This is an optimization exercise on Yosys and OpenROAD, whose aim is a short achievable clock period and few clock cycles per item, not a production implementation. The RTL of this run was laid out without a check of its function. No activity file was given, so power comes from the tool's default toggle rates.

File: design.v
module blu_core (
    input  wire         clk,
    input  wire         rst,
    input  wire         start,
    input  wire [31:0]  ltc,
    output wire         busy,
    output reg          done,
    output reg  [16:0]  charge,
    output wire [15:0]  imem_addr,
    input  wire [31:0]  imem_rdata,
    output wire [9:0]   pt_addr,
    input  wire [7:0]   pt_rdata,
    output wire         pt_we,
    output wire         pt_wdata,
    output wire [9:0]   priv_addr,
    input  wire [97:0]  priv_rdata,
    output wire         priv_we,
    output wire [65:0]  priv_wdata
);
    localparam [7:0] OP_NOP = 8'h00, OP_LD  = 8'h01, OP_ST  = 8'h02, OP_AND = 8'h03,
                     OP_OR  = 8'h04, OP_XOR = 8'h05, OP_SET = 8'h06, OP_RST = 8'h07,
                     OP_LDK = 8'h08, OP_LDV = 8'h09, OP_LDQ = 8'h0A, OP_LDS = 8'h0B,
                     OP_ANDB = 8'h10, OP_ORB = 8'h11, OP_CLB = 8'h12,
                     OP_TON = 8'h20, OP_TOF = 8'h21, OP_TP  = 8'h22,
                     OP_REDGE = 8'h23, OP_FEDGE = 8'h24, OP_CTU = 8'h25, OP_CRS = 8'h26,
                     OP_JC  = 8'h30, OP_JNC = 8'h31, OP_END = 8'h3F;
    localparam PQ_N = 4;    
    localparam RQ_N = 4;    
    reg         busy_r;
    reg         ending;           
    reg  [31:0] lrel;             
    reg         acc;
    reg  [15:0] stk_v;            
    reg  [15:0] stk_or;
    assign busy = busy_r;
    wire start_acc = start && !busy_r;
    reg  [15:0] pc_f;   reg f_v;
    reg  [15:0] i_pc;   reg i_v;
    reg  [15:0] d_pc;   reg d_v;   reg [31:0] d_ir;
    reg         d_rdpt, d_rdrc, d_end, d_st, d_jmp;
    reg  [1:0]  d_tbl;
    reg  [15:0] e1_pc;  reg e1_v;  reg [31:0] e1_ir;  reg [15:0] e1_tgt;
    reg         e1_st, e1_rc, e1_jmp, e1_end;
    reg  [1:0]  e1_tbl;
    reg         e2_v;   reg [31:0] e2_ir;  reg [15:0] e2_tgt;
    reg         e2_st, e2_rc, e2_jmp, e2_end, e2_late;
    reg  [1:0]  e2_tbl;
    reg         e2_x;                 
    reg  [97:0] e2_pr;                
    reg  [32:0] e2_s1, e2_c1;         
    reg         e3_v;   reg [7:0] e3_opc;  reg [9:0] e3_ra;
    reg         e3_c, e3_z, e3_ge, e3_ge1, e3_max, e3_pin, e3_run;
    reg  [31:0] e3_xlo, e3_pt, e3_et, e3_et1, e3_lp;
    assign imem_addr = pc_f;
    function automatic f_rdpt(input [7:0] o);
        f_rdpt = (o == OP_LD) || (o == OP_AND) || (o == OP_OR) || (o == OP_XOR) ||
                 (o == OP_LDV) || (o == OP_LDQ) || (o == OP_LDS) ||
                 (o == OP_ANDB) || (o == OP_ORB);
    endfunction
    function automatic f_rc(input [7:0] o);
        f_rc = (o == OP_TON) || (o == OP_TOF) || (o == OP_TP) || (o == OP_REDGE) ||
               (o == OP_FEDGE) || (o == OP_CTU) || (o == OP_CRS);
    endfunction
    function automatic [1:0] f_tbl(input [7:0] o);
        f_tbl = ((o == OP_REDGE) || (o == OP_FEDGE)) ? 2'd1 :
                ((o == OP_CTU) || (o == OP_CRS)) ? 2'd2 : 2'd0;
    endfunction
    reg  [PQ_N-1:0] pq_v;
    reg  [9:0]      pq_a [0:PQ_N-1];
    reg  [PQ_N-1:0] pq_d;
    reg  [RQ_N-1:0] rq_v;
    reg  [9:0]      rq_a [0:RQ_N-1];
    reg  [65:0]     rq_d [0:RQ_N-1];
    reg  [9:0]  pa_q;  reg pwe_q;  reg pwd_q;
    reg  [9:0]  ra_q;  reg rwe_q;  reg [65:0] rwd_q;
    assign pt_addr    = pa_q;
    assign pt_we      = pwe_q;
    assign pt_wdata   = pwd_q;
    assign priv_addr  = ra_q;
    assign priv_we    = rwe_q;
    assign priv_wdata = rwd_q;
    wire pq_pop = pwe_q;
    wire rq_pop = rwe_q;
    wire [7:0]  e1_opc = e1_ir[31:24];
    wire [3:0]  e1_mod = e1_ir[23:20];
    wire [1:0]  pval = pt_rdata[1:0];
    wire [1:0]  pvld = pt_rdata[3:2];
    wire        psub = pt_rdata[4];
    wire        pold = pt_rdata[5];
    wire        pdbl = pt_rdata[6];
    wire        pbad = (pvld == 2'b01) || (pvld == 2'b10);
    reg         x_raw;
    always @(*) begin
        case (e1_opc)
            OP_LDV: x_raw = (pvld == 2'b00);
            OP_LDQ: x_raw = !pbad;
            OP_LDS: x_raw = psub | pold;
            default: begin
                if (pdbl) begin
                    case (e1_mod[3:2])
                        2'b00:   x_raw = (pval == 2'b10);
                        2'b01:   x_raw = (pval == 2'b01);
                        default: x_raw = (pval == 2'b00) || (pval == 2'b11);
                    endcase
                end else begin
                    x_raw = pval[0];
                end
            end
        endcase
    end
    wire e1_x = (e1_mod[1] && pbad) ? 1'b0 : (x_raw ^ e1_mod[0]);
    wire [31:0] i_et = priv_rdata[63:32];
    wire [31:0] i_nlp = ~priv_rdata[95:64];
    wire [32:0] e1_s1 = {1'b0, i_et ^ lrel ^ i_nlp};
    wire [32:0] e1_c1 = {(i_et & lrel) | (i_et & i_nlp) | (lrel & i_nlp), 1'b1};
    wire [31:0] adv = e3_c ? e3_pt : e3_xlo;       
    wire        c_inc = acc && !e3_pin && !e3_max;
    reg  [31:0] n_et;
    reg  [31:0] n_lp;
    reg         n_pin;
    reg         n_run;
    reg         t_q;
    always @(*) begin
        n_et  = e3_et;
        n_lp  = e3_lp;
        n_pin = e3_pin;
        n_run = e3_run;
        t_q   = acc;
        case (e3_opc)
            OP_TON: begin
                n_et  = (acc && e3_pin) ? adv : 32'd0;
                n_pin = acc;
                n_lp  = lrel;
                t_q   = acc && (e3_pin ? e3_c : e3_z);
            end
            OP_TOF: begin
                n_et  = (!acc && !e3_pin) ? adv : 32'd0;
                n_pin = acc;
                n_lp  = lrel;
                t_q   = acc || (e3_pin ? !e3_z : !e3_c);
            end
            OP_TP: begin
                if (e3_run) begin
                    n_et  = adv;
                    n_run = !e3_c;
                    t_q   = !e3_c;
                end else if (acc && !e3_pin) begin
                    n_et  = 32'd0;
                    n_run = !e3_z;
                    t_q   = !e3_z;
                end else begin
                    n_run = 1'b0;
                    t_q   = 1'b0;
                end
                n_pin = acc;
                n_lp  = lrel;
            end
            OP_REDGE: begin
                t_q   = acc && !e3_pin;
                n_pin = acc;
            end
            OP_FEDGE: begin
                t_q   = !acc && e3_pin;
                n_pin = acc;
            end
            OP_CTU: begin
                n_et  = c_inc ? e3_et1 : e3_et;
                n_pin = acc;
                t_q   = c_inc ? e3_ge1 : e3_ge;
            end
            OP_CRS: begin
                if (acc)
                    n_et = 32'd0;
                t_q = acc;
            end
            default: ;
        endcase
    end
    wire a = e3_v ? t_q : acc;
    wire [7:0]  opc  = e2_ir[31:24];
    wire [3:0]  mod  = e2_ir[23:20];
    reg acc_n2;                        
    always @(*) begin
        acc_n2 = a;
        if (e2_v) begin
            case (opc)
                OP_LD, OP_LDV, OP_LDQ, OP_LDS, OP_ANDB, OP_ORB: acc_n2 = e2_x;
                OP_AND: acc_n2 = a & e2_x;
                OP_OR:  acc_n2 = a | e2_x;
                OP_XOR: acc_n2 = a ^ e2_x;
                OP_LDK: acc_n2 = e2_ir[0];
                OP_CLB: acc_n2 = stk_or[0] ? (stk_v[0] | a) : (stk_v[0] & a);
                default: ;
            endcase
        end
    end
    wire [31:0] r_pt  = e2_pr[31:0];
    wire [31:0] r_et  = e2_pr[63:32];
    wire [31:0] r_lp  = e2_pr[95:64];
    wire [33:0] s2 = {1'b0, e2_s1} ^ {1'b0, e2_c1} ^ {2'b0, ~r_pt};
    wire [33:0] m2 = ({1'b0, e2_s1} & {1'b0, e2_c1}) | ({1'b0, e2_s1} & {2'b0, ~r_pt}) |
                     ({1'b0, e2_c1} & {2'b0, ~r_pt});
    wire [33:0] c2 = {m2[32:0], 1'b1};
    wire [33:0] y  = s2 + c2;
    wire        lwrap = (lrel < r_lp);
    wire        t_c   = lwrap ? (y[33] | y[32]) : y[33];
    wire [31:0] x_lo  = e2_s1[31:0] + e2_c1[31:0];   
    wire k2 = e2_v && e2_jmp && e2_late && (a ^ opc[0]);
    wire e1_late = e2_v && e2_rc;
    wire k1 = !k2 && e1_v && e1_jmp && !e1_late && (acc_n2 ^ e1_ir[24]);
    wire [9:0] d_pa = d_ir[9:0];
    wire [9:0] d_ra = {d_tbl, d_ir[7:0]};
    reg  haz_pt, haz_rc;
    integer q;
    always @(*) begin
        haz_pt = (e1_v && e1_st && (e1_ir[9:0] == d_pa)) ||
                 (e2_v && e2_st && (e2_ir[9:0] == d_pa));
        for (q = 0; q < PQ_N; q = q + 1)
            if (pq_v[q] && (pq_a[q] == d_pa)) haz_pt = 1'b1;
        haz_rc = (e1_v && e1_rc && ({e1_tbl, e1_ir[7:0]} == d_ra)) ||
                 (e2_v && e2_rc && ({e2_tbl, e2_ir[7:0]} == d_ra)) ||
                 (e3_v && (e3_ra == d_ra));
        for (q = 0; q < RQ_N; q = q + 1)
            if (rq_v[q] && (rq_a[q] == d_ra)) haz_rc = 1'b1;
    end
    wire [2:0] pq_inflt = {2'b0, e1_v && e1_st} + {2'b0, e2_v && e2_st};
    wire [2:0] rq_inflt = {2'b0, e1_v && e1_rc} + {2'b0, e2_v && e2_rc} + {2'b0, e3_v};
    reg  [2:0] pq_cnt, rq_cnt;
    always @(*) begin
        pq_cnt = 3'd0;
        for (q = 0; q < PQ_N; q = q + 1) if (pq_v[q]) pq_cnt = q + 1;
        rq_cnt = 3'd0;
        for (q = 0; q < RQ_N; q = q + 1) if (rq_v[q]) rq_cnt = q + 1;
    end
    wire pq_full = ({1'b0, pq_cnt} + {1'b0, pq_inflt}) >= PQ_N;
    wire rq_full = ({1'b0, rq_cnt} + {1'b0, rq_inflt}) >= RQ_N;
    wire d_replay = d_v && ((d_rdpt && haz_pt) || (d_rdrc && haz_rc) ||
                            (d_st && pq_full) || (d_rdrc && rq_full));
    wire kr = !k2 && !k1 && d_replay;
    wire ke = !k2 && !k1 && d_v && d_end;       
    wire redirect = k2 || k1 || kr;
    wire [15:0] tgt = k2 ? e2_tgt : k1 ? e1_tgt : d_pc;
    wire pq_push = e2_v && e2_st && ((opc == OP_ST) || a);
    wire pq_pdat = (opc == OP_ST) ? (a ^ mod[0]) : (opc == OP_SET);
    wire rq_push = e3_v;
    wire [65:0] rq_pdat = {n_run, n_pin, n_lp, n_et};
    reg  [PQ_N-1:0] pq_vs, pq_vn;
    reg  [9:0]      pq_an [0:PQ_N-1];
    reg  [PQ_N-1:0] pq_dn;
    reg  [RQ_N-1:0] rq_vs, rq_vn;
    reg  [9:0]      rq_an [0:RQ_N-1];
    reg  [65:0]     rq_dn [0:RQ_N-1];
    integer j;
    always @(*) begin
        pq_vs = pq_pop ? {1'b0, pq_v[PQ_N-1:1]} : pq_v;
        for (j = 0; j < PQ_N; j = j + 1) begin
            pq_an[j] = (pq_pop && j < PQ_N - 1) ? pq_a[j+1] : pq_a[j];
            pq_dn[j] = (pq_pop && j < PQ_N - 1) ? pq_d[j+1] : pq_d[j];
        end
        pq_vn = pq_vs;
        for (j = 0; j < PQ_N; j = j + 1)
            if (pq_push && !pq_vs[j] && (j == 0 || pq_vs[j-1])) begin
                pq_an[j] = e2_ir[9:0];
                pq_dn[j] = pq_pdat;
                pq_vn[j] = 1'b1;
            end
        rq_vs = rq_pop ? {1'b0, rq_v[RQ_N-1:1]} : rq_v;
        for (j = 0; j < RQ_N; j = j + 1) begin
            rq_an[j] = (rq_pop && j < RQ_N - 1) ? rq_a[j+1] : rq_a[j];
            rq_dn[j] = (rq_pop && j < RQ_N - 1) ? rq_d[j+1] : rq_d[j];
        end
        rq_vn = rq_vs;
        for (j = 0; j < RQ_N; j = j + 1)
            if (rq_push && !rq_vs[j] && (j == 0 || rq_vs[j-1])) begin
                rq_an[j] = e3_ra;
                rq_dn[j] = rq_pdat;
                rq_vn[j] = 1'b1;
            end
    end
    wire [7:0] i_opc  = imem_rdata[31:24];
    wire       n_mask = i_v && !(d_v && d_end);
    wire       n_rdpt = n_mask && f_rdpt(i_opc);
    wire       n_rdrc = n_mask && f_rc(i_opc);
    wire end_commit  = e2_v && e2_end;
    integer k;
    always @(posedge clk) begin
        e2_x   <= e1_x;
        e2_pr  <= priv_rdata;
        e2_s1  <= e1_s1;
        e2_c1  <= e1_c1;
        i_pc   <= pc_f;
        d_ir   <= imem_rdata;
        d_pc   <= i_pc;
        d_rdpt <= n_rdpt;
        d_rdrc <= n_rdrc;
        d_tbl  <= f_tbl(i_opc);
        d_end  <= (i_opc == OP_END);
        d_st   <= (i_opc == OP_ST) || (i_opc == OP_SET) || (i_opc == OP_RST);
        d_jmp  <= (i_opc == OP_JC) || (i_opc == OP_JNC);
        e1_pc  <= d_pc;
        e1_ir  <= d_ir;
        e1_tgt <= d_pc + 16'd1 + d_ir[15:0];
        e1_st  <= d_st;
        e1_rc  <= d_rdrc;
        e1_tbl <= d_tbl;
        e1_jmp <= d_jmp;
        e1_end <= d_end;
        e2_ir  <= e1_ir;
        e2_tgt <= e1_tgt;
        e2_st  <= e1_st;
        e2_rc  <= e1_rc;
        e2_tbl <= e1_tbl;
        e2_jmp <= e1_jmp;
        e2_end <= e1_end;
        e2_late <= e1_late;
        e3_opc <= opc;
        e3_ra  <= {e2_tbl, e2_ir[7:0]};
        e3_c   <= t_c;
        e3_z   <= (r_pt == 32'd0);
        e3_ge  <= (r_et >= r_pt);
        e3_ge1 <= ({1'b0, r_et} + 33'd1 >= {1'b0, r_pt});
        e3_max <= (r_et == 32'hFFFF_FFFF);
        e3_pin <= e2_pr[96];
        e3_run <= e2_pr[97];
        e3_xlo <= x_lo;
        e3_pt  <= r_pt;
        e3_et  <= r_et;
        e3_et1 <= r_et + 32'd1;
        e3_lp  <= r_lp;
        for (k = 0; k < PQ_N; k = k + 1) begin
            pq_a[k] <= pq_an[k];
            pq_d[k] <= pq_dn[k];
        end
        for (k = 0; k < RQ_N; k = k + 1) begin
            rq_a[k] <= rq_an[k];
            rq_d[k] <= rq_dn[k];
        end
        pa_q  <= n_rdpt ? imem_rdata[9:0] : pq_an[0];
        pwd_q <= pq_dn[0];
        ra_q  <= n_rdrc ? {f_tbl(i_opc), imem_rdata[7:0]} : rq_an[0];
        rwd_q <= rq_dn[0];
        if (rst) begin
            busy_r <= 1'b0;
            done   <= 1'b0;
            ending <= 1'b0;
            pc_f   <= 16'd0;
            f_v    <= 1'b0;
            i_v    <= 1'b0;
            d_v    <= 1'b0;
            e1_v   <= 1'b0;
            e2_v   <= 1'b0;
            e3_v   <= 1'b0;
            pq_v   <= {PQ_N{1'b0}};
            rq_v   <= {RQ_N{1'b0}};
            pwe_q  <= 1'b0;
            rwe_q  <= 1'b0;
            acc    <= 1'b0;
            charge <= 17'd0;
        end else begin
            e3_v <= e2_v && e2_rc;
            e2_v <= e1_v && !k2;
            e1_v <= d_v && !k2 && !k1 && !kr;
            d_v  <= i_v && !redirect && !ke;
            i_v  <= (f_v && !redirect && !ke) || start_acc;
            if (redirect) begin
                pc_f <= tgt;
                f_v  <= 1'b1;
            end else if (ke) begin
                pc_f <= 16'd0;
                f_v  <= 1'b0;
            end else if (f_v || start_acc) begin
                pc_f <= pc_f + 16'd1;
                f_v  <= 1'b1;
            end
            pq_v  <= pq_vn;
            rq_v  <= rq_vn;
            pwe_q <= !n_rdpt && pq_vn[0];
            rwe_q <= !n_rdrc && rq_vn[0];
            acc <= acc_n2;
            if (e2_v) begin
                charge <= charge + 17'd1;
                if (opc == OP_ANDB || opc == OP_ORB) begin
                    stk_v  <= {stk_v[14:0], a};
                    stk_or <= {stk_or[14:0], opc[0]};
                end else if (opc == OP_CLB) begin
                    stk_v  <= {1'b0, stk_v[15:1]};
                    stk_or <= {1'b0, stk_or[15:1]};
                end
            end
            done <= 1'b0;
            if (end_commit)
                ending <= 1'b1;
            if ((ending || end_commit) && !pq_vn[0] && !rq_vn[0]) begin
                done   <= 1'b1;
                ending <= 1'b0;
                busy_r <= 1'b0;
            end
            if (start_acc) begin
                busy_r <= 1'b1;
                lrel   <= ltc;
                acc    <= 1'b0;
                charge <= 17'd0;
            end
        end
    end
endmodule
File: run.sh
#!/bin/bash
# synth_recipe.tcl (not shown) runs the flow's synth.tcl, then flattens the netlist and writes it again
# the make line also repeats each setting of config.mk as NAME=value (left out here)
make -C /OpenROAD-flow-scripts/flow DESIGN_CONFIG=/design/flow/config.mk WORK_HOME=/design/flow/orfs CLKGATE_MAP_FILE= SYNTH_SCRIPT=/design/flow/synth_recipe.tcl finish
File: config.mk
export PLATFORM = sky130hd
export DESIGN_NAME = blu_core
export DESIGN_NICKNAME = blu_core
export VERILOG_FILES = /design/flow/design.v
export SDC_FILE = /design/flow/constraint.sdc
export NUM_CORES = 4
export LEC_CHECK = 0
export CAP_MARGIN = 20
export CORE_MARGIN = 2
export CORE_UTILIZATION = 40
export SLEW_MARGIN = 20
File: constraint.sdc
create_clock -name core_clock -period 11.0 [get_ports {clk}]
set_input_delay 2.2000 -clock core_clock [delete_from_list [all_inputs] [get_ports {clk}]]
set_output_delay 2.2000 -clock core_clock [all_outputs]
set_load 0.01 [all_outputs]
==> run summary <==
status no timing/DRC/antenna violations; internal power 0.00651 W; total gr overflow 0; sequential share of power 48.0%; Max-slew headroom 31.7%; crit path cell chain or3b_1 > a2111oi_4 > o31a_1 > nor2_2 > nor2_4 > inv_4 > ha_1 > a21oi_1 > nor2_1 > o21ai_0 > o21ai_4 > o21ai_2 > nand2_4 > nor2_2 > nor3_1 > a2111oi_1; Resized cells post-CTS 0; Critical Path End Type register; fin. max-slew vios 0; Worst setup SP type register; Synth-to-Final Area Change 19.8%; vias in the first global route 25600; first-pass GRT wire length 153000 um; syn avg cell area 11.5 sq um; syn_nets 3962; skew final 0.0353 ns; Yosys warning total 10; CTS root buf clkbuf_16; Setup Fix Bufs, Post-CTS 0; Worst Max-Slew Pin Slew 1.02 ns; cell area after synthesis 0.0406 sq mm; proportion of synthesized flip-flops having asynchronous set or reset 0%; Tcrit/Tclk final 43.5%; DRC viols 0; H-tree depth 3; cells after synthesis 3541; detailed placer's ending HPWL 73100 um; largest net degree at the start of global routing 98; Total GRT Usage 19.3%; peak supply drop 0.000134 V; Req. time, crit path 11.56 ns; hold_ws 0.322 ns; pwr/cell area 176 mW/mm^2; fmax 0.209 GHz; most numerous cell in the Yosys netlist dfxtp_1; combinational group share of total power 9.4%; CTS Buf Count 105; Hold Fails Final Rpt 0; First DRT Iteration DRCs 1716; Synth top cells by count 594 x dfxtp_1, 426 x inv_1, 392 x edfxtp_1; clock sink count 986; chip height 323 um; antenna-violating nets left 0; Post-synth top flop dfxtp_1; share of cells above drive strength 1 8.23%; Reg clk slew, reported paths 0.06 ns; ranking of synthesized cells by area dfxtp_1 29%, edfxtp_1 29%, ha_1 5.6%; Largest delay share family, worst path simple AND/OR/NAND/NOR gates; Leak Pwr 19.9 nW; nets 4264; area leader, netlist dfxtp_1; WP buf/inv 1; slowest stage cell, crit path nor2_2; Yosys reg bits 986; Die Area 0.104 sq mm; CTS tree yes; TNS Setup 0 ns; total of max-cap violations 0; Core Area 0.100 sq mm; hold crit path type reg -> reg; Clk Latency, worst-skew pair 0.69 ns; Distinct cells, synth 85; post-layout utilization of the core 48.5%; hold_buf cts 0; Period minus WS final 4.78 ns; antenna violations before repair 1; worst endpoint data arrival time 5.34 ns; starting density of the core 40.5%; Synth top area share 29.3%; Die X 323 um; final setup fails 0; DR vias/cell 4.93; unrepaired setup endpoints after global routing false; Antenna Cells 0; total number of vias 26100; Sw Ratio 23.7%; clk buf depth 3; DRT Wirelength 100000 um; number of port buffers 291; number of synthesized flops with an enable pin 392; register area share after synthesis 58.3%; Final Wtd Congestion 0.863; Switch Pwr 0.00203 W; # IOs 297; Clk pwr share 42.6%; CP max FO 23; row count 116; iteration count of the initial detailed-routing pass 7; Routed WL per cell 19.0 um; most used cell, CP nor2_2; Critical Path Max Stage Delay 0.89 ns; critical path type reg -> reg
[state kept, by name (all words and copies together), names as in the netlist, 16 cells and up]
register,count
e2_pr,98
i_pc,16
e3_pt,32
rwd_q,66
charge,17
e3_et,32
pq_a,40
e1_ir,22
stk_v,16
e2_c1,32
e3_et1,32
stk_or,16
e2_s1,32
lrel,32
e3_xlo,32
e1_tgt,16
d_pc,16
rq_d,198
pc_f,16
d_ir,28
e3_lp,32
e2_tgt,16
rq_a,40
e2_ir,19
[cells in the final DEF, fill, tap and decap left out, types with 57 or more instances in the layout]
cell	netlist	routed
inv_1	426	426
mux2i_1	101	101
nand2_1	287	285
nand4_1	57	57
clkdlybuf4s50_1	0	291
nor2_1	165	163
a21oi_1	110	110
dfxtp_1	594	593
mux2_2	94	94
ha_1	182	182
o21ai_0	262	262
fa_1	66	66
edfxtp_1	392	392
xnor2_1	159	159
clkbuf_16	0	114
[path summary, 6_finish.rpt]
kind                            depth (start not counted)  slack [ns]  endpoint    start
worst min-delay path                                    0        0.32   d_pc[5]  i_pc[5]
worst min register to register                          0        0.32   d_pc[5]  i_pc[5]
worst max register to register                         16        6.22  pc_f[11]   e3_pin
worst max-delay path                                   16        6.22  pc_f[11]   e3_pin
[stage by stage]
step / total power (W) / cells / worst slack [ns] / instance area, sq um
floorplan: 0.00467 / 3541 / 2.87 / 40600
global placement: 0.00498 / 5092 / 6.27 / 45000
detailed placement: 0.00499 / 5092 / 6.24 / 45000
CTS: 0.00863 / 5291 / 6.19 / 48600
global route: 0.00890 / 5292 / 5.78 / 48600
finish: 0.00854 / 5292 / 6.22 / 48600
[area by class of cell]
type,instances,area [sq um]
Inverter,427,1610
Tap cell,1357,1700
Clock inverter,51,500
Clock buffer,148,3130
Multi-Input combinational cell,2010,14900
Timing Repair Buffer,313,3100
Fill cell,9057,51700
Sequential cell,986,23700
[power groups by stage]
stage                     Clock (W)  Combinational (W)  Sequential (W)
after CTS                   0.00371           0.000816         0.00410
after floorplan                   0           0.000544         0.00413
after global placement            0           0.000797         0.00418
after global routing        0.00386           0.000917         0.00412
after detailed placement          0           0.000809         0.00418
final                       0.00363           0.000806         0.00410
[routing by layer]
layer	GRT usage [%]	routed length [um]
met5	0	0
met4	5.37	2290
met3	2.93	4670
met2	32.3	48200
met1	25.9	45200
[kinds of logic after synthesis]
| kind of cell | share of synthesized area (%) |
|---|---|
| AOI/OAI and AO/OA | 9.12 |
| xor gates and xnor gates | 4.53 |
| adders and majority gates | 8.86 |
| buffers and inverters | 5.16 |
| DFF | 58.3 |
| muxes | 5.12 |
| and+or+nand+nor | 8.93 |

## afterwards: timing with drivers on the ports
How much do the figures lean on ideal ports? The routed layout below was timed once more, with nothing changed but the port constraints. Step 1 sets driving cells, clkbuf_16 on the clock port and buf_2 on the other inputs (assumed; they add their load-dependent delay and slew). Step 2, shift: input delay + t, output delay - t, t = (earliest + latest rising clock arrival at the registers) / 2. This alone moves slack from input paths to output paths. Slacks: ideal / step 1 / step 2; pairs: ideal / step 1.
t, ns: 0.742
setup slack, ns: 6.219 / 6.219 / 6.219
worst hold slack (ns): 0.322 / 0.322 / 0.322
slew at the worst register clock pin (ns): 0.06 / 0.06
After both steps this run still meets setup and hold. The setup slack of this run moves by 0.000 ns with the drivers and by 0.000 ns with both steps.
